This design comes from an exercise in tuning for small area and a short achievable clock period on the open sky130 flow, not from production work. Function was checked by simulation only, so behaviour that the tests miss may differ from the original. Power figures rest on the tool's default switching activity, not on a simulated workload.

==> flow/design.v (outline; a module is shown in full before it is edited, if it fits) <==
// module intc_host_search: 713 lines
// module intc_host: 3283 lines
module intc_host (
    input             clk,
    input             rst,
    input      [255:0] src,
    input             bus_en,
    input             bus_we,
    input      [9:0]  bus_addr,
    input      [31:0] bus_wdata,
    output reg [31:0] bus_rdata,
    output     [1:0]  irq_n
);
  // ...
==> flow/run.sh <==
#!/bin/bash
# synth_recipe.tcl (not shown) runs the flow's synth.tcl, then flattens the netlist and writes it again
# the make line also repeats each setting of config.mk as NAME=value (left out here)
make -C /OpenROAD-flow-scripts/flow DESIGN_CONFIG=/design/flow/config.mk WORK_HOME=/design/flow/orfs CLKGATE_MAP_FILE= SYNTH_SCRIPT=/design/flow/synth_recipe.tcl finish
==> flow/config.mk <==
export PLATFORM = sky130hd
export DESIGN_NAME = intc_host
export DESIGN_NICKNAME = intc_host
export VERILOG_FILES = /design/flow/design.v
export SDC_FILE = /design/flow/constraint.sdc
export NUM_CORES = 8
export LEC_CHECK = 0
export ABC_AREA = 1
export CAP_MARGIN = 20
export CORE_MARGIN = 2
export CORE_UTILIZATION = 35
export PLACE_DENSITY = 0.5
export SLEW_MARGIN = 20
==> flow/constraint.sdc <==
create_clock -name core_clock -period 350.0 [get_ports {clk}]
set_input_delay 70.0000 -clock core_clock [delete_from_list [all_inputs] [get_ports {clk}]]
set_output_delay 70.0000 -clock core_clock [all_outputs]
set_load 0.01 [all_outputs]
==> run_results.csv, run 1 <==
group,metric,value,unit
run_status,status,"complete, no violations",
hold_path,holdPathStages,2,
synth,ys_top_cells_by_count,"nand2_1 (5,735), nand3_1 (2,490), inv_1 (2,098)",
finish,clk_share,0.0623,
drt,drt_first_pass_iters,9,
synth,synthFlopType,"edfxtp_1",
synth,syn_nets,19900,
power,pwr-share-seq,0.444,
sta,fin_crit,76.74,ns
power,switching_power,251,µW
finish,final_nets,20100,
critical_path,reg2reg_setup_slack,324.04,ns
critical_path,cp_slowest_cell,"o21ai_1",
clock_network,clock_latency,1.03,ns
hold_path,hold_start,"t1_thresh[1]",
drt,vias,156000,
sta,timing.fmax,13.0,MHz
critical_path,cp-end-kind,"register",
critical_path,cp.depth,18,
global_routing,overflow,0,
synth,synth_top_area_share,0.385,
synth,yosysMostFrequentCell,"nand2_1",
finish,layout.nonclk_buf_frac,0.0384,
critical_path,rr_startpoint,"s230_ha",
die,fp.coreArea,424000,µm²
global_routing,grt_max_degree,164,
finish,layout_common_cells,"nand2_1 (5,730), nand3_1 (2,480), inv_1 (2,085)",
global_routing,grt_pass1_vias,139000,
finish,largest_registers,"bus_rdata: 32 flops, t0_count_r: 32 flops, t1_count_r: 32 flops",
synth,synth_mux_area_frac,0.000134,
==> run 2, diff against run 1 <==
--- a/flow/design.v
+++ b/flow/design.v
@@ -3728,20 +3728,209 @@
             s255_vec <= cfg_vec_r31;
         end
     end
     assign pend[255] = s255_pend; assign en[255] = s255_en; assign ha[255] = s255_ha; assign hb[255] = s255_hb;
     assign prio[1020 +: 4] = s255_prio; assign vec[1275 +: 5] = s255_vec;
     wire [255:0] routed = pend & en & ha;
     wire [7:0] take_src0, take_src1;
     wire [7:0] rsel = bus_addr[8] ? bus_addr[7:0] : bus_addr[4] ? take_src1 : take_src0;
-    wire [4:0] sel_vec  = vec[5*rsel +: 5];
-    wire [3:0] sel_prio = prio[4*rsel +: 4];
-    wire       sel_ha   = ha[rsel];
-    wire       sel_hb   = hb[rsel];
+    wire [15:0] rs_hi = 16'd1 << rsel[7:4];
+    wire [15:0] rs_lo = 16'd1 << rsel[3:0];
+    wire [10:0] rs_g0 = ({11{rs_lo[0]}} & {vec[0 +: 5], prio[0 +: 4], ha[0], hb[0]}) |
+                       ({11{rs_lo[1]}} & {vec[5 +: 5], prio[4 +: 4], ha[1], hb[1]}) |
+                       ({11{rs_lo[2]}} & {vec[10 +: 5], prio[8 +: 4], ha[2], hb[2]}) |
+                       ({11{rs_lo[3]}} & {vec[15 +: 5], prio[12 +: 4], ha[3], hb[3]}) |
+                       ({11{rs_lo[4]}} & {vec[20 +: 5], prio[16 +: 4], ha[4], hb[4]}) |
+                       ({11{rs_lo[5]}} & {vec[25 +: 5], prio[20 +: 4], ha[5], hb[5]}) |
+                       ({11{rs_lo[6]}} & {vec[30 +: 5], prio[24 +: 4], ha[6], hb[6]}) |
+                       ({11{rs_lo[7]}} & {vec[35 +: 5], prio[28 +: 4], ha[7], hb[7]}) |
+                       ({11{rs_lo[8]}} & {vec[40 +: 5], prio[32 +: 4], ha[8], hb[8]}) |
+                       ({11{rs_lo[9]}} & {vec[45 +: 5], prio[36 +: 4], ha[9], hb[9]}) |
+                       ({11{rs_lo[10]}} & {vec[50 +: 5], prio[40 +: 4], ha[10], hb[10]}) |
+                       ({11{rs_lo[11]}} & {vec[55 +: 5], prio[44 +: 4], ha[11], hb[11]}) |
+                       ({11{rs_lo[12]}} & {vec[60 +: 5], prio[48 +: 4], ha[12], hb[12]}) |
+                       ({11{rs_lo[13]}} & {vec[65 +: 5], prio[52 +: 4], ha[13], hb[13]}) |
+                       ({11{rs_lo[14]}} & {vec[70 +: 5], prio[56 +: 4], ha[14], hb[14]}) |
+                       ({11{rs_lo[15]}} & {vec[75 +: 5], prio[60 +: 4], ha[15], hb[15]});
+    wire [10:0] rs_g1 = ({11{rs_lo[0]}} & {vec[80 +: 5], prio[64 +: 4], ha[16], hb[16]}) |
+                       ({11{rs_lo[1]}} & {vec[85 +: 5], prio[68 +: 4], ha[17], hb[17]}) |
+                       ({11{rs_lo[2]}} & {vec[90 +: 5], prio[72 +: 4], ha[18], hb[18]}) |
+                       ({11{rs_lo[3]}} & {vec[95 +: 5], prio[76 +: 4], ha[19], hb[19]}) |
+                       ({11{rs_lo[4]}} & {vec[100 +: 5], prio[80 +: 4], ha[20], hb[20]}) |
+                       ({11{rs_lo[5]}} & {vec[105 +: 5], prio[84 +: 4], ha[21], hb[21]}) |
+                       ({11{rs_lo[6]}} & {vec[110 +: 5], prio[88 +: 4], ha[22], hb[22]}) |
+                       ({11{rs_lo[7]}} & {vec[115 +: 5], prio[92 +: 4], ha[23], hb[23]}) |
+                       ({11{rs_lo[8]}} & {vec[120 +: 5], prio[96 +: 4], ha[24], hb[24]});
+    wire [10:0] rs_g2 = ({11{rs_lo[0]}} & {vec[160 +: 5], prio[128 +: 4], ha[32], hb[32]}) |
+                       ({11{rs_lo[1]}} & {vec[165 +: 5], prio[132 +: 4], ha[33], hb[33]}) |
+                       ({11{rs_lo[2]}} & {vec[170 +: 5], prio[136 +: 4], ha[34], hb[34]}) |
+                       ({11{rs_lo[3]}} & {vec[175 +: 5], prio[140 +: 4], ha[35], hb[35]}) |
+                       ({11{rs_lo[4]}} & {vec[180 +: 5], prio[144 +: 4], ha[36], hb[36]}) |
+                       ({11{rs_lo[5]}} & {vec[185 +: 5], prio[148 +: 4], ha[37], hb[37]}) |
+                       ({11{rs_lo[6]}} & {vec[190 +: 5], prio[152 +: 4], ha[38], hb[38]}) |
+                       ({11{rs_lo[7]}} & {vec[195 +: 5], prio[156 +: 4], ha[39], hb[39]}) |
+                       ({11{rs_lo[8]}} & {vec[200 +: 5], prio[160 +: 4], ha[40], hb[40]}) |
+                       ({11{rs_lo[9]}} & {vec[205 +: 5], prio[164 +: 4], ha[41], hb[41]}) |
+                       ({11{rs_lo[10]}} & {vec[210 +: 5], prio[168 +: 4], ha[42], hb[42]}) |
+                       ({11{rs_lo[11]}} & {vec[215 +: 5], prio[172 +: 4], ha[43], hb[43]}) |
+                       ({11{rs_lo[12]}} & {vec[220 +: 5], prio[176 +: 4], ha[44], hb[44]}) |
+                       ({11{rs_lo[13]}} & {vec[225 +: 5], prio[180 +: 4], ha[45], hb[45]}) |
+                       ({11{rs_lo[14]}} & {vec[230 +: 5], prio[184 +: 4], ha[46], hb[46]}) |
+                       ({11{rs_lo[15]}} & {vec[235 +: 5], prio[188 +: 4], ha[47], hb[47]});
+    wire [10:0] rs_g3 = ({11{rs_lo[0]}} & {vec[240 +: 5], prio[192 +: 4], ha[48], hb[48]}) |
+                       ({11{rs_lo[1]}} & {vec[245 +: 5], prio[196 +: 4], ha[49], hb[49]}) |
+                       ({11{rs_lo[2]}} & {vec[250 +: 5], prio[200 +: 4], ha[50], hb[50]}) |
+                       ({11{rs_lo[3]}} & {vec[255 +: 5], prio[204 +: 4], ha[51], hb[51]}) |
+                       ({11{rs_lo[4]}} & {vec[260 +: 5], prio[208 +: 4], ha[52], hb[52]}) |
+                       ({11{rs_lo[5]}} & {vec[265 +: 5], prio[212 +: 4], ha[53], hb[53]}) |
+                       ({11{rs_lo[6]}} & {vec[270 +: 5], prio[216 +: 4], ha[54], hb[54]}) |
+                       ({11{rs_lo[7]}} & {vec[275 +: 5], prio[220 +: 4], ha[55], hb[55]}) |
+                       ({11{rs_lo[8]}} & {vec[280 +: 5], prio[224 +: 4], ha[56], hb[56]}) |
+                       ({11{rs_lo[9]}} & {vec[285 +: 5], prio[228 +: 4], ha[57], hb[57]}) |
+                       ({11{rs_lo[10]}} & {vec[290 +: 5], prio[232 +: 4], ha[58], hb[58]}) |
+                       ({11{rs_lo[11]}} & {vec[295 +: 5], prio[236 +: 4], ha[59], hb[59]}) |
+                       ({11{rs_lo[12]}} & {vec[300 +: 5], prio[240 +: 4], ha[60], hb[60]}) |
+                       ({11{rs_lo[13]}} & {vec[305 +: 5], prio[244 +: 4], ha[61], hb[61]}) |
+                       ({11{rs_lo[14]}} & {vec[310 +: 5], prio[248 +: 4], ha[62], hb[62]}) |
+                       ({11{rs_lo[15]}} & {vec[315 +: 5], prio[252 +: 4], ha[63], hb[63]});
+    wire [10:0] rs_g4 = ({11{rs_lo[0]}} & {vec[320 +: 5], prio[256 +: 4], ha[64], hb[64]}) |
+                       ({11{rs_lo[1]}} & {vec[325 +: 5], prio[260 +: 4], ha[65], hb[65]}) |
+                       ({11{rs_lo[2]}} & {vec[330 +: 5], prio[264 +: 4], ha[66], hb[66]}) |
+                       ({11{rs_lo[3]}} & {vec[335 +: 5], prio[268 +: 4], ha[67], hb[67]}) |
+                       ({11{rs_lo[4]}} & {vec[340 +: 5], prio[272 +: 4], ha[68], hb[68]}) |
+                       ({11{rs_lo[5]}} & {vec[345 +: 5], prio[276 +: 4], ha[69], hb[69]}) |
+                       ({11{rs_lo[6]}} & {vec[350 +: 5], prio[280 +: 4], ha[70], hb[70]}) |
+                       ({11{rs_lo[7]}} & {vec[355 +: 5], prio[284 +: 4], ha[71], hb[71]}) |
+                       ({11{rs_lo[8]}} & {vec[360 +: 5], prio[288 +: 4], ha[72], hb[72]}) |
+                       ({11{rs_lo[9]}} & {vec[365 +: 5], prio[292 +: 4], ha[73], hb[73]}) |
+                       ({11{rs_lo[10]}} & {vec[370 +: 5], prio[296 +: 4], ha[74], hb[74]}) |
+                       ({11{rs_lo[11]}} & {vec[375 +: 5], prio[300 +: 4], ha[75], hb[75]}) |
+                       ({11{rs_lo[12]}} & {vec[380 +: 5], prio[304 +: 4], ha[76], hb[76]}) |
+                       ({11{rs_lo[13]}} & {vec[385 +: 5], prio[308 +: 4], ha[77], hb[77]}) |
+                       ({11{rs_lo[14]}} & {vec[390 +: 5], prio[312 +: 4], ha[78], hb[78]}) |
+                       ({11{rs_lo[15]}} & {vec[395 +: 5], prio[316 +: 4], ha[79], hb[79]});
+    wire [10:0] rs_g5 = ({11{rs_lo[0]}} & {vec[400 +: 5], prio[320 +: 4], ha[80], hb[80]}) |
+                       ({11{rs_lo[1]}} & {vec[405 +: 5], prio[324 +: 4], ha[81], hb[81]}) |
+                       ({11{rs_lo[2]}} & {vec[410 +: 5], prio[328 +: 4], ha[82], hb[82]}) |
+                       ({11{rs_lo[3]}} & {vec[415 +: 5], prio[332 +: 4], ha[83], hb[83]}) |
+                       ({11{rs_lo[4]}} & {vec[420 +: 5], prio[336 +: 4], ha[84], hb[84]}) |
+                       ({11{rs_lo[5]}} & {vec[425 +: 5], prio[340 +: 4], ha[85], hb[85]}) |
+                       ({11{rs_lo[6]}} & {vec[430 +: 5], prio[344 +: 4], ha[86], hb[86]}) |
+                       ({11{rs_lo[7]}} & {vec[435 +: 5], prio[348 +: 4], ha[87], hb[87]}) |
+                       ({11{rs_lo[8]}} & {vec[440 +: 5], prio[352 +: 4], ha[88], hb[88]}) |
+                       ({11{rs_lo[9]}} & {vec[445 +: 5], prio[356 +: 4], ha[89], hb[89]}) |
+                       ({11{rs_lo[10]}} & {vec[450 +: 5], prio[360 +: 4], ha[90], hb[90]}) |
+                       ({11{rs_lo[11]}} & {vec[455 +: 5], prio[364 +: 4], ha[91], hb[91]}) |
+                       ({11{rs_lo[12]}} & {vec[460 +: 5], prio[368 +: 4], ha[92], hb[92]}) |
+                       ({11{rs_lo[13]}} & {vec[465 +: 5], prio[372 +: 4], ha[93], hb[93]}) |
+                       ({11{rs_lo[14]}} & {vec[470 +: 5], prio[376 +: 4], ha[94], hb[94]}) |
+                       ({11{rs_lo[15]}} & {vec[475 +: 5], prio[380 +: 4], ha[95], hb[95]});
+    wire [10:0] rs_g6 = ({11{rs_lo[0]}} & {vec[480 +: 5], prio[384 +: 4], ha[96], hb[96]}) |
+                       ({11{rs_lo[1]}} & {vec[485 +: 5], prio[388 +: 4], ha[97], hb[97]}) |
+                       ({11{rs_lo[2]}} & {vec[490 +: 5], prio[392 +: 4], ha[98], hb[98]}) |
+                       ({11{rs_lo[3]}} & {vec[495 +: 5], prio[396 +: 4], ha[99], hb[99]}) |
+                       ({11{rs_lo[4]}} & {vec[500 +: 5], prio[400 +: 4], ha[100], hb[100]}) |
+                       ({11{rs_lo[5]}} & {vec[505 +: 5], prio[404 +: 4], ha[101], hb[101]}) |
+                       ({11{rs_lo[6]}} & {vec[510 +: 5], prio[408 +: 4], ha[102], hb[102]}) |
+                       ({11{rs_lo[7]}} & {vec[515 +: 5], prio[412 +: 4], ha[103], hb[103]}) |
+                       ({11{rs_lo[8]}} & {vec[520 +: 5], prio[416 +: 4], ha[104], hb[104]}) |
+                       ({11{rs_lo[9]}} & {vec[525 +: 5], prio[420 +: 4], ha[105], hb[105]}) |
+                       ({11{rs_lo[10]}} & {vec[530 +: 5], prio[424 +: 4], ha[106], hb[106]});
+    wire [10:0] rs_g7 = ({11{rs_lo[0]}} & {vec[560 +: 5], prio[448 +: 4], ha[112], hb[112]}) |
+                       ({11{rs_lo[1]}} & {vec[565 +: 5], prio[452 +: 4], ha[113], hb[113]}) |
+                       ({11{rs_lo[2]}} & {vec[570 +: 5], prio[456 +: 4], ha[114], hb[114]}) |
+                       ({11{rs_lo[4]}} & {vec[580 +: 5], prio[464 +: 4], ha[116], hb[116]}) |
+                       ({11{rs_lo[5]}} & {vec[585 +: 5], prio[468 +: 4], ha[117], hb[117]}) |
+                       ({11{rs_lo[6]}} & {vec[590 +: 5], prio[472 +: 4], ha[118], hb[118]}) |
+                       ({11{rs_lo[7]}} & {vec[595 +: 5], prio[476 +: 4], ha[119], hb[119]}) |
+                       ({11{rs_lo[8]}} & {vec[600 +: 5], prio[480 +: 4], ha[120], hb[120]}) |
+                       ({11{rs_lo[9]}} & {vec[605 +: 5], prio[484 +: 4], ha[121], hb[121]}) |
+                       ({11{rs_lo[10]}} & {vec[610 +: 5], prio[488 +: 4], ha[122], hb[122]}) |
+                       ({11{rs_lo[11]}} & {vec[615 +: 5], prio[492 +: 4], ha[123], hb[123]}) |
+                       ({11{rs_lo[12]}} & {vec[620 +: 5], prio[496 +: 4], ha[124], hb[124]});
+    wire [10:0] rs_g8 = ({11{rs_lo[0]}} & {vec[640 +: 5], prio[512 +: 4], ha[128], hb[128]}) |
+                       ({11{rs_lo[1]}} & {vec[645 +: 5], prio[516 +: 4], ha[129], hb[129]}) |
+                       ({11{rs_lo[2]}} & {vec[650 +: 5], prio[520 +: 4], ha[130], hb[130]}) |
+                       ({11{rs_lo[4]}} & {vec[660 +: 5], prio[528 +: 4], ha[132], hb[132]}) |
+                       ({11{rs_lo[5]}} & {vec[665 +: 5], prio[532 +: 4], ha[133], hb[133]}) |
+                       ({11{rs_lo[6]}} & {vec[670 +: 5], prio[536 +: 4], ha[134], hb[134]}) |
+                       ({11{rs_lo[7]}} & {vec[675 +: 5], prio[540 +: 4], ha[135], hb[135]}) |
+                       ({11{rs_lo[8]}} & {vec[680 +: 5], prio[544 +: 4], ha[136], hb[136]}) |
+                       ({11{rs_lo[9]}} & {vec[685 +: 5], prio[548 +: 4], ha[137], hb[137]}) |
+                       ({11{rs_lo[10]}} & {vec[690 +: 5], prio[552 +: 4], ha[138], hb[138]}) |
+                       ({11{rs_lo[11]}} & {vec[695 +: 5], prio[556 +: 4], ha[139], hb[139]}) |
+                       ({11{rs_lo[12]}} & {vec[700 +: 5], prio[560 +: 4], ha[140], hb[140]}) |
+                       ({11{rs_lo[13]}} & {vec[705 +: 5], prio[564 +: 4], ha[141], hb[141]}) |
+                       ({11{rs_lo[14]}} & {vec[710 +: 5], prio[568 +: 4], ha[142], hb[142]}) |
+                       ({11{rs_lo[15]}} & {vec[715 +: 5], prio[572 +: 4], ha[143], hb[143]});
+    wire [10:0] rs_g9 = ({11{rs_lo[0]}} & {vec[720 +: 5], prio[576 +: 4], ha[144], hb[144]}) |
+                       ({11{rs_lo[1]}} & {vec[725 +: 5], prio[580 +: 4], ha[145], hb[145]}) |
+                       ({11{rs_lo[2]}} & {vec[730 +: 5], prio[584 +: 4], ha[146], hb[146]}) |
+                       ({11{rs_lo[3]}} & {vec[735 +: 5], prio[588 +: 4], ha[147], hb[147]}) |
+                       ({11{rs_lo[4]}} & {vec[740 +: 5], prio[592 +: 4], ha[148], hb[148]}) |
+                       ({11{rs_lo[5]}} & {vec[745 +: 5], prio[596 +: 4], ha[149], hb[149]}) |
+                       ({11{rs_lo[6]}} & {vec[750 +: 5], prio[600 +: 4], ha[150], hb[150]}) |
+                       ({11{rs_lo[8]}} & {vec[760 +: 5], prio[608 +: 4], ha[152], hb[152]}) |
+                       ({11{rs_lo[9]}} & {vec[765 +: 5], prio[612 +: 4], ha[153], hb[153]}) |
+                       ({11{rs_lo[10]}} & {vec[770 +: 5], prio[616 +: 4], ha[154], hb[154]});
+    wire [10:0] rs_g10 = ({11{rs_lo[0]}} & {vec[800 +: 5], prio[640 +: 4], ha[160], hb[160]}) |
+                       ({11{rs_lo[1]}} & {vec[805 +: 5], prio[644 +: 4], ha[161], hb[161]}) |
+                       ({11{rs_lo[2]}} & {vec[810 +: 5], prio[648 +: 4], ha[162], hb[162]}) |
+                       ({11{rs_lo[3]}} & {vec[815 +: 5], prio[652 +: 4], ha[163], hb[163]}) |
+                       ({11{rs_lo[8]}} & {vec[840 +: 5], prio[672 +: 4], ha[168], hb[168]});
+    wire [10:0] rs_g14 = ({11{rs_lo[0]}} & {vec[1120 +: 5], prio[896 +: 4], ha[224], hb[224]}) |
+                       ({11{rs_lo[1]}} & {vec[1125 +: 5], prio[900 +: 4], ha[225], hb[225]}) |
+                       ({11{rs_lo[2]}} & {vec[1130 +: 5], prio[904 +: 4], ha[226], hb[226]}) |
+                       ({11{rs_lo[3]}} & {vec[1135 +: 5], prio[908 +: 4], ha[227], hb[227]}) |
+                       ({11{rs_lo[4]}} & {vec[1140 +: 5], prio[912 +: 4], ha[228], hb[228]}) |
+                       ({11{rs_lo[5]}} & {vec[1145 +: 5], prio[916 +: 4], ha[229], hb[229]}) |
+                       ({11{rs_lo[6]}} & {vec[1150 +: 5], prio[920 +: 4], ha[230], hb[230]}) |
+                       ({11{rs_lo[7]}} & {vec[1155 +: 5], prio[924 +: 4], ha[231], hb[231]}) |
+                       ({11{rs_lo[8]}} & {vec[1160 +: 5], prio[928 +: 4], ha[232], hb[232]}) |
+                       ({11{rs_lo[9]}} & {vec[1165 +: 5], prio[932 +: 4], ha[233], hb[233]}) |
+                       ({11{rs_lo[10]}} & {vec[1170 +: 5], prio[936 +: 4], ha[234], hb[234]}) |
+                       ({11{rs_lo[11]}} & {vec[1175 +: 5], prio[940 +: 4], ha[235], hb[235]}) |
+                       ({11{rs_lo[12]}} & {vec[1180 +: 5], prio[944 +: 4], ha[236], hb[236]}) |
+                       ({11{rs_lo[13]}} & {vec[1185 +: 5], prio[948 +: 4], ha[237], hb[237]}) |
+                       ({11{rs_lo[14]}} & {vec[1190 +: 5], prio[952 +: 4], ha[238], hb[238]}) |
+                       ({11{rs_lo[15]}} & {vec[1195 +: 5], prio[956 +: 4], ha[239], hb[239]});
+    wire [10:0] rs_g15 = ({11{rs_lo[0]}} & {vec[1200 +: 5], prio[960 +: 4], ha[240], hb[240]}) |
+                       ({11{rs_lo[1]}} & {vec[1205 +: 5], prio[964 +: 4], ha[241], hb[241]}) |
+                       ({11{rs_lo[2]}} & {vec[1210 +: 5], prio[968 +: 4], ha[242], hb[242]}) |
+                       ({11{rs_lo[3]}} & {vec[1215 +: 5], prio[972 +: 4], ha[243], hb[243]}) |
+                       ({11{rs_lo[4]}} & {vec[1220 +: 5], prio[976 +: 4], ha[244], hb[244]}) |
+                       ({11{rs_lo[5]}} & {vec[1225 +: 5], prio[980 +: 4], ha[245], hb[245]}) |
+                       ({11{rs_lo[6]}} & {vec[1230 +: 5], prio[984 +: 4], ha[246], hb[246]}) |
+                       ({11{rs_lo[7]}} & {vec[1235 +: 5], prio[988 +: 4], ha[247], hb[247]}) |
+                       ({11{rs_lo[8]}} & {vec[1240 +: 5], prio[992 +: 4], ha[248], hb[248]}) |
+                       ({11{rs_lo[9]}} & {vec[1245 +: 5], prio[996 +: 4], ha[249], hb[249]}) |
+                       ({11{rs_lo[10]}} & {vec[1250 +: 5], prio[1000 +: 4], ha[250], hb[250]}) |
+                       ({11{rs_lo[11]}} & {vec[1255 +: 5], prio[1004 +: 4], ha[251], hb[251]}) |
+                       ({11{rs_lo[12]}} & {vec[1260 +: 5], prio[1008 +: 4], ha[252], hb[252]}) |
+                       ({11{rs_lo[13]}} & {vec[1265 +: 5], prio[1012 +: 4], ha[253], hb[253]}) |
+                       ({11{rs_lo[14]}} & {vec[1270 +: 5], prio[1016 +: 4], ha[254], hb[254]}) |
+                       ({11{rs_lo[15]}} & {vec[1275 +: 5], prio[1020 +: 4], ha[255], hb[255]});
+    wire [10:0] rs_q = ({11{rs_hi[0]}} & rs_g0) |
+                     ({11{rs_hi[1]}} & rs_g1) |
+                     ({11{rs_hi[2]}} & rs_g2) |
+                     ({11{rs_hi[3]}} & rs_g3) |
+                     ({11{rs_hi[4]}} & rs_g4) |
+                     ({11{rs_hi[5]}} & rs_g5) |
+                     ({11{rs_hi[6]}} & rs_g6) |
+                     ({11{rs_hi[7]}} & rs_g7) |
+                     ({11{rs_hi[8]}} & rs_g8) |
+                     ({11{rs_hi[9]}} & rs_g9) |
+                     ({11{rs_hi[10]}} & rs_g10) |
+                     ({11{rs_hi[14]}} & rs_g14) |
+                     ({11{rs_hi[15]}} & rs_g15);
+    wire [4:0] sel_vec  = rs_q[10:6];
+    wire [3:0] sel_prio = rs_q[5:2];
+    wire       sel_ha   = rs_q[1];
+    wire       sel_hb   = rs_q[0];
     wire [1:0]  presented_w;
     wire [31:0] tgt_rdata0, tgt_rdata1;
     wire [255:0] t0_e = routed & ~hb;
     wire [3:0] t0_maxp;
     wire [7:0] t0_csrc;
     wire [7:0] t0_count;
     intc_host_search u_search0 (
         .e({t0_e[255], t0_e[254], t0_e[253], t0_e[252], t0_e[251], t0_e[250], t0_e[249], t0_e[248], t0_e[247], t0_e[246], t0_e[245], t0_e[244], t0_e[243], t0_e[242], t0_e[241], t0_e[240], t0_e[239], t0_e[238], t0_e[237], t0_e[236], t0_e[235], t0_e[234], t0_e[233], t0_e[232], t0_e[231], t0_e[230], t0_e[229], t0_e[228], t0_e[227], t0_e[226], t0_e[225], t0_e[224], t0_e[168], t0_e[163], t0_e[162], t0_e[161], t0_e[160], t0_e[154], t0_e[153], t0_e[152], t0_e[150], t0_e[149], t0_e[148], t0_e[147], t0_e[146], t0_e[145], t0_e[144], t0_e[143], t0_e[142], t0_e[141], t0_e[140], t0_e[139], t0_e[138], t0_e[137], t0_e[136], t0_e[135], t0_e[134], t0_e[133], t0_e[132], t0_e[130], t0_e[129], t0_e[128], t0_e[124], t0_e[123], t0_e[122], t0_e[121], t0_e[120], t0_e[119], t0_e[118], t0_e[117], t0_e[116], t0_e[114], t0_e[113], t0_e[112], t0_e[106], t0_e[105], t0_e[104], t0_e[103], t0_e[102], t0_e[101], t0_e[100], t0_e[99], t0_e[98], t0_e[97], t0_e[96], t0_e[95], t0_e[94], t0_e[93], t0_e[92], t0_e[91], t0_e[90], t0_e[89], t0_e[88], t0_e[87], t0_e[86], t0_e[85], t0_e[84], t0_e[83], t0_e[82], t0_e[81], t0_e[80], t0_e[79], t0_e[78], t0_e[77], t0_e[76], t0_e[75], t0_e[74], t0_e[73], t0_e[72], t0_e[71], t0_e[70], t0_e[69], t0_e[68], t0_e[67], t0_e[66], t0_e[65], t0_e[64], t0_e[63], t0_e[62], t0_e[61], t0_e[60], t0_e[59], t0_e[58], t0_e[57], t0_e[56], t0_e[55], t0_e[54], t0_e[53], t0_e[52], t0_e[51], t0_e[50], t0_e[49], t0_e[48], t0_e[47], t0_e[46], t0_e[45], t0_e[44], t0_e[43], t0_e[42], t0_e[41], t0_e[40], t0_e[39], t0_e[38], t0_e[37], t0_e[36], t0_e[35], t0_e[34], t0_e[33], t0_e[32], t0_e[24], t0_e[23], t0_e[22], t0_e[21], t0_e[20], t0_e[19], t0_e[18], t0_e[17], t0_e[16], t0_e[15], t0_e[14], t0_e[13], t0_e[12], t0_e[11], t0_e[10], t0_e[9], t0_e[8], t0_e[7], t0_e[6], t0_e[5], t0_e[4], t0_e[3], t0_e[2], t0_e[1], t0_e[0]}),
@@ -3962,35 +4151,63 @@
     wire [7:0] csel = (t0_take | t0_done) ? take_src0 : take_src1;
     wire       pclr_any = |w_pclr;
     generate for (k = 0; k < 8; k = k + 1) begin : g_clr
         assign wclrE[k] = w_pclr[k] | (take_any && csel[7:5] == k);
         assign wclrL[k] = w_pclr[k] | (done_any && csel[7:5] == k);
     end endgenerate
     assign cbit = pclr_any ? bus_wdata : (32'd1 << csel[4:0]);
     assign irq_n = ~presented_w;
-    wire [255:0] raw = src & 256'h00000000000000000000010f077ffff71ff707ffffffffffffffffff01ffffff;
-    wire [255:0] mask_rd = ~en & 256'hffffffff000000000000010f077ffff71ff707ffffffffffffffffff01ffffff;
-    wire [2:0] word = bus_addr[2:0];
     wire [12:0] cfg_word = {sel_vec, sel_prio, sel_hb, sel_hb ^ sel_ha, 2'b00};
-    reg [31:0] rdata_next;
-    always @* begin
-        rdata_next = 32'd0;
-        if (cfg_page)
-            rdata_next = {19'd0, cfg_word};
-        else if (bus_addr[9:4] == 6'h08)
-            rdata_next = tgt_rdata0;
-        else if (bus_addr[9:4] == 6'h09)
-            rdata_next = tgt_rdata1;
-        else if (bus_addr[9:3] == 7'h08)
-            rdata_next = raw[32*word +: 32];
-        else if (bus_addr[9:3] == 7'h09 || bus_addr[9:3] == 7'h0A)
-            rdata_next = pend[32*word +: 32];
-        else if (bus_addr[9:3] == 7'h0B || bus_addr[9:3] == 7'h0C)
-            rdata_next = mask_rd[32*word +: 32];
-    end
+    wire rs_cfg  = cfg_page;
+    wire rs_t0   = bus_addr[9:4] == 6'h08;
+    wire rs_t1   = bus_addr[9:4] == 6'h09;
+    wire rs_raw  = bus_addr[9:3] == 7'h08;
+    wire rs_pend = bus_addr[9:3] == 7'h09 || bus_addr[9:3] == 7'h0A;
+    wire rs_mask = bus_addr[9:3] == 7'h0B || bus_addr[9:3] == 7'h0C;
+    wire [7:0] ws = 8'd1 << bus_addr[2:0];
+    wire [7:0] ws_raw  = ws & {8{rs_raw}};
+    wire [7:0] ws_pend = ws & {8{rs_pend}};
+    wire [7:0] ws_mask = ws & {8{rs_mask}};
+    wire [31:0] word_rd;
+    assign word_rd[0] = (ws_raw[0] & src[0]) | (ws_pend[0] & pend[0]) | (ws_mask[0] & ~en[0]) | (ws_raw[1] & src[32]) | (ws_pend[1] & pend[32]) | (ws_mask[1] & ~en[32]) | (ws_raw[2] & src[64]) | (ws_pend[2] & pend[64]) | (ws_mask[2] & ~en[64]) | (ws_raw[3] & src[96]) | (ws_pend[3] & pend[96]) | (ws_mask[3] & ~en[96]) | (ws_raw[4] & src[128]) | (ws_pend[4] & pend[128]) | (ws_mask[4] & ~en[128]) | (ws_raw[5] & src[160]) | (ws_pend[5] & pend[160]) | (ws_mask[5] & ~en[160]) | (ws_pend[7] & pend[224]) | (ws_mask[7] & ~en[224]);
+    assign word_rd[1] = (ws_raw[0] & src[1]) | (ws_pend[0] & pend[1]) | (ws_mask[0] & ~en[1]) | (ws_raw[1] & src[33]) | (ws_pend[1] & pend[33]) | (ws_mask[1] & ~en[33]) | (ws_raw[2] & src[65]) | (ws_pend[2] & pend[65]) | (ws_mask[2] & ~en[65]) | (ws_raw[3] & src[97]) | (ws_pend[3] & pend[97]) | (ws_mask[3] & ~en[97]) | (ws_raw[4] & src[129]) | (ws_pend[4] & pend[129]) | (ws_mask[4] & ~en[129]) | (ws_raw[5] & src[161]) | (ws_pend[5] & pend[161]) | (ws_mask[5] & ~en[161]) | (ws_pend[7] & pend[225]) | (ws_mask[7] & ~en[225]);
+    assign word_rd[2] = (ws_raw[0] & src[2]) | (ws_pend[0] & pend[2]) | (ws_mask[0] & ~en[2]) | (ws_raw[1] & src[34]) | (ws_pend[1] & pend[34]) | (ws_mask[1] & ~en[34]) | (ws_raw[2] & src[66]) | (ws_pend[2] & pend[66]) | (ws_mask[2] & ~en[66]) | (ws_raw[3] & src[98]) | (ws_pend[3] & pend[98]) | (ws_mask[3] & ~en[98]) | (ws_raw[4] & src[130]) | (ws_pend[4] & pend[130]) | (ws_mask[4] & ~en[130]) | (ws_raw[5] & src[162]) | (ws_pend[5] & pend[162]) | (ws_mask[5] & ~en[162]) | (ws_pend[7] & pend[226]) | (ws_mask[7] & ~en[226]);
+    assign word_rd[3] = (ws_raw[0] & src[3]) | (ws_pend[0] & pend[3]) | (ws_mask[0] & ~en[3]) | (ws_raw[1] & src[35]) | (ws_pend[1] & pend[35]) | (ws_mask[1] & ~en[35]) | (ws_raw[2] & src[67]) | (ws_pend[2] & pend[67]) | (ws_mask[2] & ~en[67]) | (ws_raw[3] & src[99]) | (ws_pend[3] & pend[99]) | (ws_mask[3] & ~en[99]) | (ws_raw[5] & src[163]) | (ws_pend[5] & pend[163]) | (ws_mask[5] & ~en[163]) | (ws_pend[7] & pend[227]) | (ws_mask[7] & ~en[227]);
+    assign word_rd[4] = (ws_raw[0] & src[4]) | (ws_pend[0] & pend[4]) | (ws_mask[0] & ~en[4]) | (ws_raw[1] & src[36]) | (ws_pend[1] & pend[36]) | (ws_mask[1] & ~en[36]) | (ws_raw[2] & src[68]) | (ws_pend[2] & pend[68]) | (ws_mask[2] & ~en[68]) | (ws_raw[3] & src[100]) | (ws_pend[3] & pend[100]) | (ws_mask[3] & ~en[100]) | (ws_raw[4] & src[132]) | (ws_pend[4] & pend[132]) | (ws_mask[4] & ~en[132]) | (ws_pend[7] & pend[228]) | (ws_mask[7] & ~en[228]);
+    assign word_rd[5] = (ws_raw[0] & src[5]) | (ws_pend[0] & pend[5]) | (ws_mask[0] & ~en[5]) | (ws_raw[1] & src[37]) | (ws_pend[1] & pend[37]) | (ws_mask[1] & ~en[37]) | (ws_raw[2] & src[69]) | (ws_pend[2] & pend[69]) | (ws_mask[2] & ~en[69]) | (ws_raw[3] & src[101]) | (ws_pend[3] & pend[101]) | (ws_mask[3] & ~en[101]) | (ws_raw[4] & src[133]) | (ws_pend[4] & pend[133]) | (ws_mask[4] & ~en[133]) | (ws_pend[7] & pend[229]) | (ws_mask[7] & ~en[229]);
+    assign word_rd[6] = (ws_raw[0] & src[6]) | (ws_pend[0] & pend[6]) | (ws_mask[0] & ~en[6]) | (ws_raw[1] & src[38]) | (ws_pend[1] & pend[38]) | (ws_mask[1] & ~en[38]) | (ws_raw[2] & src[70]) | (ws_pend[2] & pend[70]) | (ws_mask[2] & ~en[70]) | (ws_raw[3] & src[102]) | (ws_pend[3] & pend[102]) | (ws_mask[3] & ~en[102]) | (ws_raw[4] & src[134]) | (ws_pend[4] & pend[134]) | (ws_mask[4] & ~en[134]) | (ws_pend[7] & pend[230]) | (ws_mask[7] & ~en[230]);
+    assign word_rd[7] = (ws_raw[0] & src[7]) | (ws_pend[0] & pend[7]) | (ws_mask[0] & ~en[7]) | (ws_raw[1] & src[39]) | (ws_pend[1] & pend[39]) | (ws_mask[1] & ~en[39]) | (ws_raw[2] & src[71]) | (ws_pend[2] & pend[71]) | (ws_mask[2] & ~en[71]) | (ws_raw[3] & src[103]) | (ws_pend[3] & pend[103]) | (ws_mask[3] & ~en[103]) | (ws_raw[4] & src[135]) | (ws_pend[4] & pend[135]) | (ws_mask[4] & ~en[135]) | (ws_pend[7] & pend[231]) | (ws_mask[7] & ~en[231]);
+    assign word_rd[8] = (ws_raw[0] & src[8]) | (ws_pend[0] & pend[8]) | (ws_mask[0] & ~en[8]) | (ws_raw[1] & src[40]) | (ws_pend[1] & pend[40]) | (ws_mask[1] & ~en[40]) | (ws_raw[2] & src[72]) | (ws_pend[2] & pend[72]) | (ws_mask[2] & ~en[72]) | (ws_raw[3] & src[104]) | (ws_pend[3] & pend[104]) | (ws_mask[3] & ~en[104]) | (ws_raw[4] & src[136]) | (ws_pend[4] & pend[136]) | (ws_mask[4] & ~en[136]) | (ws_raw[5] & src[168]) | (ws_pend[5] & pend[168]) | (ws_mask[5] & ~en[168]) | (ws_pend[7] & pend[232]) | (ws_mask[7] & ~en[232]);
+    assign word_rd[9] = (ws_raw[0] & src[9]) | (ws_pend[0] & pend[9]) | (ws_mask[0] & ~en[9]) | (ws_raw[1] & src[41]) | (ws_pend[1] & pend[41]) | (ws_mask[1] & ~en[41]) | (ws_raw[2] & src[73]) | (ws_pend[2] & pend[73]) | (ws_mask[2] & ~en[73]) | (ws_raw[3] & src[105]) | (ws_pend[3] & pend[105]) | (ws_mask[3] & ~en[105]) | (ws_raw[4] & src[137]) | (ws_pend[4] & pend[137]) | (ws_mask[4] & ~en[137]) | (ws_pend[7] & pend[233]) | (ws_mask[7] & ~en[233]);
+    assign word_rd[10] = (ws_raw[0] & src[10]) | (ws_pend[0] & pend[10]) | (ws_mask[0] & ~en[10]) | (ws_raw[1] & src[42]) | (ws_pend[1] & pend[42]) | (ws_mask[1] & ~en[42]) | (ws_raw[2] & src[74]) | (ws_pend[2] & pend[74]) | (ws_mask[2] & ~en[74]) | (ws_raw[3] & src[106]) | (ws_pend[3] & pend[106]) | (ws_mask[3] & ~en[106]) | (ws_raw[4] & src[138]) | (ws_pend[4] & pend[138]) | (ws_mask[4] & ~en[138]) | (ws_pend[7] & pend[234]) | (ws_mask[7] & ~en[234]);
+    assign word_rd[11] = (ws_raw[0] & src[11]) | (ws_pend[0] & pend[11]) | (ws_mask[0] & ~en[11]) | (ws_raw[1] & src[43]) | (ws_pend[1] & pend[43]) | (ws_mask[1] & ~en[43]) | (ws_raw[2] & src[75]) | (ws_pend[2] & pend[75]) | (ws_mask[2] & ~en[75]) | (ws_raw[4] & src[139]) | (ws_pend[4] & pend[139]) | (ws_mask[4] & ~en[139]) | (ws_pend[7] & pend[235]) | (ws_mask[7] & ~en[235]);
+    assign word_rd[12] = (ws_raw[0] & src[12]) | (ws_pend[0] & pend[12]) | (ws_mask[0] & ~en[12]) | (ws_raw[1] & src[44]) | (ws_pend[1] & pend[44]) | (ws_mask[1] & ~en[44]) | (ws_raw[2] & src[76]) | (ws_pend[2] & pend[76]) | (ws_mask[2] & ~en[76]) | (ws_raw[4] & src[140]) | (ws_pend[4] & pend[140]) | (ws_mask[4] & ~en[140]) | (ws_pend[7] & pend[236]) | (ws_mask[7] & ~en[236]);
+    assign word_rd[13] = (ws_raw[0] & src[13]) | (ws_pend[0] & pend[13]) | (ws_mask[0] & ~en[13]) | (ws_raw[1] & src[45]) | (ws_pend[1] & pend[45]) | (ws_mask[1] & ~en[45]) | (ws_raw[2] & src[77]) | (ws_pend[2] & pend[77]) | (ws_mask[2] & ~en[77]) | (ws_raw[4] & src[141]) | (ws_pend[4] & pend[141]) | (ws_mask[4] & ~en[141]) | (ws_pend[7] & pend[237]) | (ws_mask[7] & ~en[237]);
+    assign word_rd[14] = (ws_raw[0] & src[14]) | (ws_pend[0] & pend[14]) | (ws_mask[0] & ~en[14]) | (ws_raw[1] & src[46]) | (ws_pend[1] & pend[46]) | (ws_mask[1] & ~en[46]) | (ws_raw[2] & src[78]) | (ws_pend[2] & pend[78]) | (ws_mask[2] & ~en[78]) | (ws_raw[4] & src[142]) | (ws_pend[4] & pend[142]) | (ws_mask[4] & ~en[142]) | (ws_pend[7] & pend[238]) | (ws_mask[7] & ~en[238]);
+    assign word_rd[15] = (ws_raw[0] & src[15]) | (ws_pend[0] & pend[15]) | (ws_mask[0] & ~en[15]) | (ws_raw[1] & src[47]) | (ws_pend[1] & pend[47]) | (ws_mask[1] & ~en[47]) | (ws_raw[2] & src[79]) | (ws_pend[2] & pend[79]) | (ws_mask[2] & ~en[79]) | (ws_raw[4] & src[143]) | (ws_pend[4] & pend[143]) | (ws_mask[4] & ~en[143]) | (ws_pend[7] & pend[239]) | (ws_mask[7] & ~en[239]);
+    assign word_rd[16] = (ws_raw[0] & src[16]) | (ws_pend[0] & pend[16]) | (ws_mask[0] & ~en[16]) | (ws_raw[1] & src[48]) | (ws_pend[1] & pend[48]) | (ws_mask[1] & ~en[48]) | (ws_raw[2] & src[80]) | (ws_pend[2] & pend[80]) | (ws_mask[2] & ~en[80]) | (ws_raw[3] & src[112]) | (ws_pend[3] & pend[112]) | (ws_mask[3] & ~en[112]) | (ws_raw[4] & src[144]) | (ws_pend[4] & pend[144]) | (ws_mask[4] & ~en[144]) | (ws_pend[7] & pend[240]) | (ws_mask[7] & ~en[240]);
+    assign word_rd[17] = (ws_raw[0] & src[17]) | (ws_pend[0] & pend[17]) | (ws_mask[0] & ~en[17]) | (ws_raw[1] & src[49]) | (ws_pend[1] & pend[49]) | (ws_mask[1] & ~en[49]) | (ws_raw[2] & src[81]) | (ws_pend[2] & pend[81]) | (ws_mask[2] & ~en[81]) | (ws_raw[3] & src[113]) | (ws_pend[3] & pend[113]) | (ws_mask[3] & ~en[113]) | (ws_raw[4] & src[145]) | (ws_pend[4] & pend[145]) | (ws_mask[4] & ~en[145]) | (ws_pend[7] & pend[241]) | (ws_mask[7] & ~en[241]);
+    assign word_rd[18] = (ws_raw[0] & src[18]) | (ws_pend[0] & pend[18]) | (ws_mask[0] & ~en[18]) | (ws_raw[1] & src[50]) | (ws_pend[1] & pend[50]) | (ws_mask[1] & ~en[50]) | (ws_raw[2] & src[82]) | (ws_pend[2] & pend[82]) | (ws_mask[2] & ~en[82]) | (ws_raw[3] & src[114]) | (ws_pend[3] & pend[114]) | (ws_mask[3] & ~en[114]) | (ws_raw[4] & src[146]) | (ws_pend[4] & pend[146]) | (ws_mask[4] & ~en[146]) | (ws_pend[7] & pend[242]) | (ws_mask[7] & ~en[242]);
+    assign word_rd[19] = (ws_raw[0] & src[19]) | (ws_pend[0] & pend[19]) | (ws_mask[0] & ~en[19]) | (ws_raw[1] & src[51]) | (ws_pend[1] & pend[51]) | (ws_mask[1] & ~en[51]) | (ws_raw[2] & src[83]) | (ws_pend[2] & pend[83]) | (ws_mask[2] & ~en[83]) | (ws_raw[4] & src[147]) | (ws_pend[4] & pend[147]) | (ws_mask[4] & ~en[147]) | (ws_pend[7] & pend[243]) | (ws_mask[7] & ~en[243]);
+    assign word_rd[20] = (ws_raw[0] & src[20]) | (ws_pend[0] & pend[20]) | (ws_mask[0] & ~en[20]) | (ws_raw[1] & src[52]) | (ws_pend[1] & pend[52]) | (ws_mask[1] & ~en[52]) | (ws_raw[2] & src[84]) | (ws_pend[2] & pend[84]) | (ws_mask[2] & ~en[84]) | (ws_raw[3] & src[116]) | (ws_pend[3] & pend[116]) | (ws_mask[3] & ~en[116]) | (ws_raw[4] & src[148]) | (ws_pend[4] & pend[148]) | (ws_mask[4] & ~en[148]) | (ws_pend[7] & pend[244]) | (ws_mask[7] & ~en[244]);
+    assign word_rd[21] = (ws_raw[0] & src[21]) | (ws_pend[0] & pend[21]) | (ws_mask[0] & ~en[21]) | (ws_raw[1] & src[53]) | (ws_pend[1] & pend[53]) | (ws_mask[1] & ~en[53]) | (ws_raw[2] & src[85]) | (ws_pend[2] & pend[85]) | (ws_mask[2] & ~en[85]) | (ws_raw[3] & src[117]) | (ws_pend[3] & pend[117]) | (ws_mask[3] & ~en[117]) | (ws_raw[4] & src[149]) | (ws_pend[4] & pend[149]) | (ws_mask[4] & ~en[149]) | (ws_pend[7] & pend[245]) | (ws_mask[7] & ~en[245]);
+    assign word_rd[22] = (ws_raw[0] & src[22]) | (ws_pend[0] & pend[22]) | (ws_mask[0] & ~en[22]) | (ws_raw[1] & src[54]) | (ws_pend[1] & pend[54]) | (ws_mask[1] & ~en[54]) | (ws_raw[2] & src[86]) | (ws_pend[2] & pend[86]) | (ws_mask[2] & ~en[86]) | (ws_raw[3] & src[118]) | (ws_pend[3] & pend[118]) | (ws_mask[3] & ~en[118]) | (ws_raw[4] & src[150]) | (ws_pend[4] & pend[150]) | (ws_mask[4] & ~en[150]) | (ws_pend[7] & pend[246]) | (ws_mask[7] & ~en[246]);
+    assign word_rd[23] = (ws_raw[0] & src[23]) | (ws_pend[0] & pend[23]) | (ws_mask[0] & ~en[23]) | (ws_raw[1] & src[55]) | (ws_pend[1] & pend[55]) | (ws_mask[1] & ~en[55]) | (ws_raw[2] & src[87]) | (ws_pend[2] & pend[87]) | (ws_mask[2] & ~en[87]) | (ws_raw[3] & src[119]) | (ws_pend[3] & pend[119]) | (ws_mask[3] & ~en[119]) | (ws_pend[7] & pend[247]) | (ws_mask[7] & ~en[247]);
+    assign word_rd[24] = (ws_raw[0] & src[24]) | (ws_pend[0] & pend[24]) | (ws_mask[0] & ~en[24]) | (ws_raw[1] & src[56]) | (ws_pend[1] & pend[56]) | (ws_mask[1] & ~en[56]) | (ws_raw[2] & src[88]) | (ws_pend[2] & pend[88]) | (ws_mask[2] & ~en[88]) | (ws_raw[3] & src[120]) | (ws_pend[3] & pend[120]) | (ws_mask[3] & ~en[120]) | (ws_raw[4] & src[152]) | (ws_pend[4] & pend[152]) | (ws_mask[4] & ~en[152]) | (ws_pend[7] & pend[248]) | (ws_mask[7] & ~en[248]);
+    assign word_rd[25] = (ws_raw[1] & src[57]) | (ws_pend[1] & pend[57]) | (ws_mask[1] & ~en[57]) | (ws_raw[2] & src[89]) | (ws_pend[2] & pend[89]) | (ws_mask[2] & ~en[89]) | (ws_raw[3] & src[121]) | (ws_pend[3] & pend[121]) | (ws_mask[3] & ~en[121]) | (ws_raw[4] & src[153]) | (ws_pend[4] & pend[153]) | (ws_mask[4] & ~en[153]) | (ws_pend[7] & pend[249]) | (ws_mask[7] & ~en[249]);
+    assign word_rd[26] = (ws_raw[1] & src[58]) | (ws_pend[1] & pend[58]) | (ws_mask[1] & ~en[58]) | (ws_raw[2] & src[90]) | (ws_pend[2] & pend[90]) | (ws_mask[2] & ~en[90]) | (ws_raw[3] & src[122]) | (ws_pend[3] & pend[122]) | (ws_mask[3] & ~en[122]) | (ws_raw[4] & src[154]) | (ws_pend[4] & pend[154]) | (ws_mask[4] & ~en[154]) | (ws_pend[7] & pend[250]) | (ws_mask[7] & ~en[250]);
+    assign word_rd[27] = (ws_raw[1] & src[59]) | (ws_pend[1] & pend[59]) | (ws_mask[1] & ~en[59]) | (ws_raw[2] & src[91]) | (ws_pend[2] & pend[91]) | (ws_mask[2] & ~en[91]) | (ws_raw[3] & src[123]) | (ws_pend[3] & pend[123]) | (ws_mask[3] & ~en[123]) | (ws_pend[7] & pend[251]) | (ws_mask[7] & ~en[251]);
+    assign word_rd[28] = (ws_raw[1] & src[60]) | (ws_pend[1] & pend[60]) | (ws_mask[1] & ~en[60]) | (ws_raw[2] & src[92]) | (ws_pend[2] & pend[92]) | (ws_mask[2] & ~en[92]) | (ws_raw[3] & src[124]) | (ws_pend[3] & pend[124]) | (ws_mask[3] & ~en[124]) | (ws_pend[7] & pend[252]) | (ws_mask[7] & ~en[252]);
+    assign word_rd[29] = (ws_raw[1] & src[61]) | (ws_pend[1] & pend[61]) | (ws_mask[1] & ~en[61]) | (ws_raw[2] & src[93]) | (ws_pend[2] & pend[93]) | (ws_mask[2] & ~en[93]) | (ws_pend[7] & pend[253]) | (ws_mask[7] & ~en[253]);
+    assign word_rd[30] = (ws_raw[1] & src[62]) | (ws_pend[1] & pend[62]) | (ws_mask[1] & ~en[62]) | (ws_raw[2] & src[94]) | (ws_pend[2] & pend[94]) | (ws_mask[2] & ~en[94]) | (ws_pend[7] & pend[254]) | (ws_mask[7] & ~en[254]);
+    assign word_rd[31] = (ws_raw[1] & src[63]) | (ws_pend[1] & pend[63]) | (ws_mask[1] & ~en[63]) | (ws_raw[2] & src[95]) | (ws_pend[2] & pend[95]) | (ws_mask[2] & ~en[95]) | (ws_pend[7] & pend[255]) | (ws_mask[7] & ~en[255]);
+    wire [31:0] rdata_next = ({32{rs_cfg}} & {19'd0, cfg_word}) |
+                             ({32{rs_t0}} & tgt_rdata0) |
+                             ({32{rs_t1}} & tgt_rdata1) |
+                             word_rd;
     always @(posedge clk) begin
         if (rst)
             bus_rdata <= 32'd0;
         else
             bus_rdata <= rdata_next;
     end
 endmodule
==> flow/flow/run.sh (new file) <==
#!/bin/bash
# Own layout flow: the standard layout (standard.sh) with two changes.
#  1. Synthesis maps the logic with an area-oriented ABC script
#     (flow/abc_area.script, used through ABC_AREA 1). Registers are mapped
#     before ABC runs, so they are the standard synthesis's.
#  2. Ports are buffered with sky130_fd_sc_hd__buf_2 cells instead of the
#     delay cells buffer_ports picks by default.
# Each step's output goes to its own log in this folder.
set -euo pipefail
here=$(pwd)
rm -rf "$here/scripts_abc"
cp -r "$FLOW_HOME/scripts" "$here/scripts_abc"
cp "$here/flow/abc_area.script" "$here/scripts_abc/abc_area.script"
SCRIPTS_DIR="$here/scripts_abc" bash standard.sh synth > "$here/synth.log" 2>&1
BUFFER_PORTS_ARGS="-buffer_cell sky130_fd_sc_hd__buf_2" bash standard.sh > "$here/layout.log" 2>&1
==> flow/flow/abc_area.script (new file) <==
strash; dch; amap; topo; dnsize -c
==> flow/standard.sh (new file) <==
#!/bin/bash
# synth_recipe.tcl (not shown) runs the flow's synth.tcl, then flattens the netlist and writes it again
# the make line also repeats each setting of config.mk as NAME=value (left out here)
make -C /OpenROAD-flow-scripts/flow DESIGN_CONFIG=/design/flow/config.mk WORK_HOME=/design/flow/orfs CLKGATE_MAP_FILE= SYNTH_SCRIPT=/design/flow/synth_recipe.tcl "${@:-finish}"
--- a/flow/config.mk
+++ b/flow/config.mk
@@ -4,10 +4,11 @@
 export VERILOG_FILES = /design/flow/design.v
 export SDC_FILE = /design/flow/constraint.sdc
 export NUM_CORES = 8
 export LEC_CHECK = 0
 export ABC_AREA = 1
 export CAP_MARGIN = 20
 export CORE_MARGIN = 2
 export CORE_UTILIZATION = 35
+export CTS_BUF_LIST = sky130_fd_sc_hd__clkbuf_8
 export PLACE_DENSITY = 0.5
 export SLEW_MARGIN = 20
removed: flow/run.sh
==> run_results.csv, run 2 <==
group,metric,value,unit
run_status,status,"complete, but fails checks",
run_status,violations,"antenna rules, capacitance limit, slew limit",
die,initial_utilization,0.352,
synth,yosysSeqAreaShare,0.549,
clock_network,cts.sinks,2510,
critical_path,arrival,80.95,ns
synth,syn_area,127000,µm²
die,die_w,605,µm
hold_path,hold_start,"t1_pres_prio[1]",
sta,timing.fmax,12.5,MHz
synth,ys_top_cells_by_count,"edfxtp_1 (1,914), o21ai_0 (1,556), nor2_1 (1,330)",
critical_path,cp-end-kind,"register",
placement,routabilityCongestion,1.12,
clock_network,ctsHoldBuffers,0,
synth,yosysWarnings,1,
finish,layout_common_cells,"edfxtp_1 (1,914), o21ai_0 (1,519), clkinv_1 (1,248)",
drt,drtIter0Drc,28800,
finish,largest_registers,"bus_rdata: 32 flops, t0_count_r: 32 flops, t1_count_r: 32 flops",
placement,port_buffers,221,
power,irDropWorstVdd,0.00000424,V
die,fp.coreArea,359000,µm²
die,die-area,366000,µm²
synth,synth_edf_count,1914,
drt,vias,133000,
clock_network,cts_buffers,447,
clock_network,ctsResizeCount,0,
placement,placed_area,140000,µm²
run,drv_cap,1,
hold_path,min_path_type,"reg -> reg",
synth,synthFlopType,"edfxtp_1",
critical_path,max_stage_delay,0.63,ns
global_routing,overflow,0,
sta,fin_crit,79.85,ns
clock_network,cts-root-buf,"clkbuf_8",
power,p_leak,0.0481,µW
sta,final_hold_viol_count,0,
sta,fin_setup_tns,0,ns
drt,wire_per_inst,50.3,µm
critical_path,cp_slowest_cell,"clkinv_1",
power,cellPowerDensity,4.92,nW/µm²
synth,yosysMostFrequentCell,"edfxtp_1",
drt,drc,0,
die,row_count,220,
sta,tightest_slew,1.53,ns
clock_network,htreeDepth,5,
die,num_io_pins,336,
synth,async_flop_share,0,
critical_path,r2r_end,"bus_rdata[2]",
sta,setup_viol_count_final,0,
critical_path,worstPathMaxFanout,22,
finish,layout_commonest_cell,"edfxtp_1",
drt,wirelength,942,mm
global_routing,grt_pass1_vias,118000,
clock_network,cts_setup_buffers,0,
finish,drive_gt1_frac,0.127,
placement,dp_hpwl,721,mm
critical_path,path_common_cell,"nor2_1",
clock_network,clock_latency,1.30,ns
synth,synthTopCellsByArea,"edfxtp_1 (45%), dfxtp_1 (9.4%), o21ai_0 (6.2%)",
sta,rsz0062_at_grt,"false",
sta,fin_crit_sh,0.228,
global_routing,antenna_found_initial,204,
critical_path,rr_startpoint,"s69_ha",
critical_path,cp-start-kind,"input port",
drt,drt_first_pass_iters,17,
finish,final_nets,14000,
clock_network,clockBufferDepth,4,
critical_path,path_class,"in -> reg",
synth,synth_area_leader_cell,"edfxtp_1",
critical_path,crit_end,"bus_rdata[2]",
synth,syn_area_per_cell,10.5,µm²
critical_path,crit_required,351.10,ns
critical_path,critPathLaunch,"bus_addr[4]",
critical_path,reg2reg_depth,101,
clock_network,cts_tree,"built",
synth,syn_nets,12700,
drt,ant_nets,1,
drt,via_per_inst,7.10,
synth,ys_ff_latch,2510,
synth,synth_cell_types,66,
die,fp.dieH,605,µm
synth,synth_top_area_share,0.454,
global_routing,grt_max_degree,110,
sta,finalMaxSlewViolations,2,
synth,syn_inst,12100,
critical_path,reg2reg_setup_slack,314.28,ns
finish,design_area,150000,µm²
global_routing,grt_use_total,0.498,
sta,max_slew_margin,-0.0205,
sta,finClkSkew,0.140,ns
clock_network,clkTransAtPathRegs,0.07,ns
finish,area_growth,18.2,%
finish,fillers,35200,
global_routing,grt_first_pass_wirelength,1190,mm
[run 2: area by class of cell]
| cell class | instances | area, µm² | area share |
|---|---|---|---|
| antenna | 246 | 616 | 0.00412 |
| clock inverter | 339 | 2410 | 0.0161 |
| inverter | 1192 | 4490 | 0.0300 |
| clock buffer | 489 | 6730 | 0.0450 |
| tap | 4773 | 5970 | 0.0399 |
| timing repair buffer | 854 | 6120 | 0.0410 |
| sequential | 2510 | 69400 | 0.464 |
| multi-input combinational | 8339 | 53800 | 0.360 |
[run 2: per-layer routing]
metal	wire, µm	GRT usage
met1	346000	0.612
met2	357000	0.651
met3	146000	0.239
met4	92900	0.411
met5	895	0.00888
[run 2: critical path, delay by kind of cell]
kind,cells,cell delay (ns)
compound gates,16,3.99
simple gates,17,3.40
buf+inv,8,3.24
[run 2: per-stage QoR]
stage	total power [µW]	setup slack (ns)	utilization	hold slack [ns]	std cells
finish	736	270.15	0.416	0.471	18700
global route	746	270.10	0.415	0.486	18600
CTS	727	270.67	0.413	0.470	18500
detailed placement	441	269.40	0.388	0.461	17700
global placement	440	269.42	0.388	0.455	17700
floorplan	390	262.35	-	0.425	12100
[run 2: how the worst min path moves through the flow]
stage	end	slack [ns]	depth (start not counted)
floorplan	t1_pres_prio[3]	0.43	2
global placement	t1_pres_prio[3]	0.45	2
detailed placement	t0_pres_prio[0]	0.46	2
CTS	t0_pres_prio[0]	0.47	2
global route	t1_pres_prio[2]	0.49	2
finish	t1_pres_prio[1]	0.47	2
[run 2: cell families (layout without fill, tap and decap cells)]
group	after synthesis	count (layout)	share of synthesized area
other	0	246	0
xor gates and xnor gates	9	9	0.000623
adders and majority gates	380	380	0.0573
AOI/OAI and AO/OA	4780	4780	0.245
and+or+nand+nor	3170	3170	0.112
DFF	2510	2510	0.549
buffers and inverters	1205	2874	0.0357
[run 2: report_power, final]
part | total, µW | switching (µW) | internal (µW)
Sequential | 361 | 16.6 | 344
Clock | 292 | 145 | 147
Combinational | 82.5 | 66.1 | 16.4

[static timing again, ports no longer ideal]
The results above use ideal ports. As a check the final layouts listed here were re-extracted and re-timed, cells and wires unchanged. Step 1 sets driving cells, clkbuf_16 on the clock port and buf_2 on the other inputs (assumed; they add their load-dependent delay and slew). Step 2 adds t to the input delays and takes it off the output delays; t is the mean of the earliest and latest rising clock arrival at the registers after step 1. Input paths then give back, and output paths get back, about the clock's delay inside the block. Three values: no drivers, after step 1, after step 2; two values: the first two.
run | t, ns | slack for setup (ns) | clock arrival spread, ns | slew at the worst register clock pin (ns) | worst data-port slew with drivers (ns)
run 1 | 1.121 | 273.263 / 273.367 / 272.247 | 0.098 / 0.097 | 0.07 / 0.07 | 0.08
run 2 | 1.349 | 270.149 / 270.156 / 268.806 | 0.145 / 0.145 | 0.08 / 0.08 | 0.21
For run 2, which loses most, drivers alone change the setup slack by +0.007 ns; drivers and shift together by -1.343 ns.
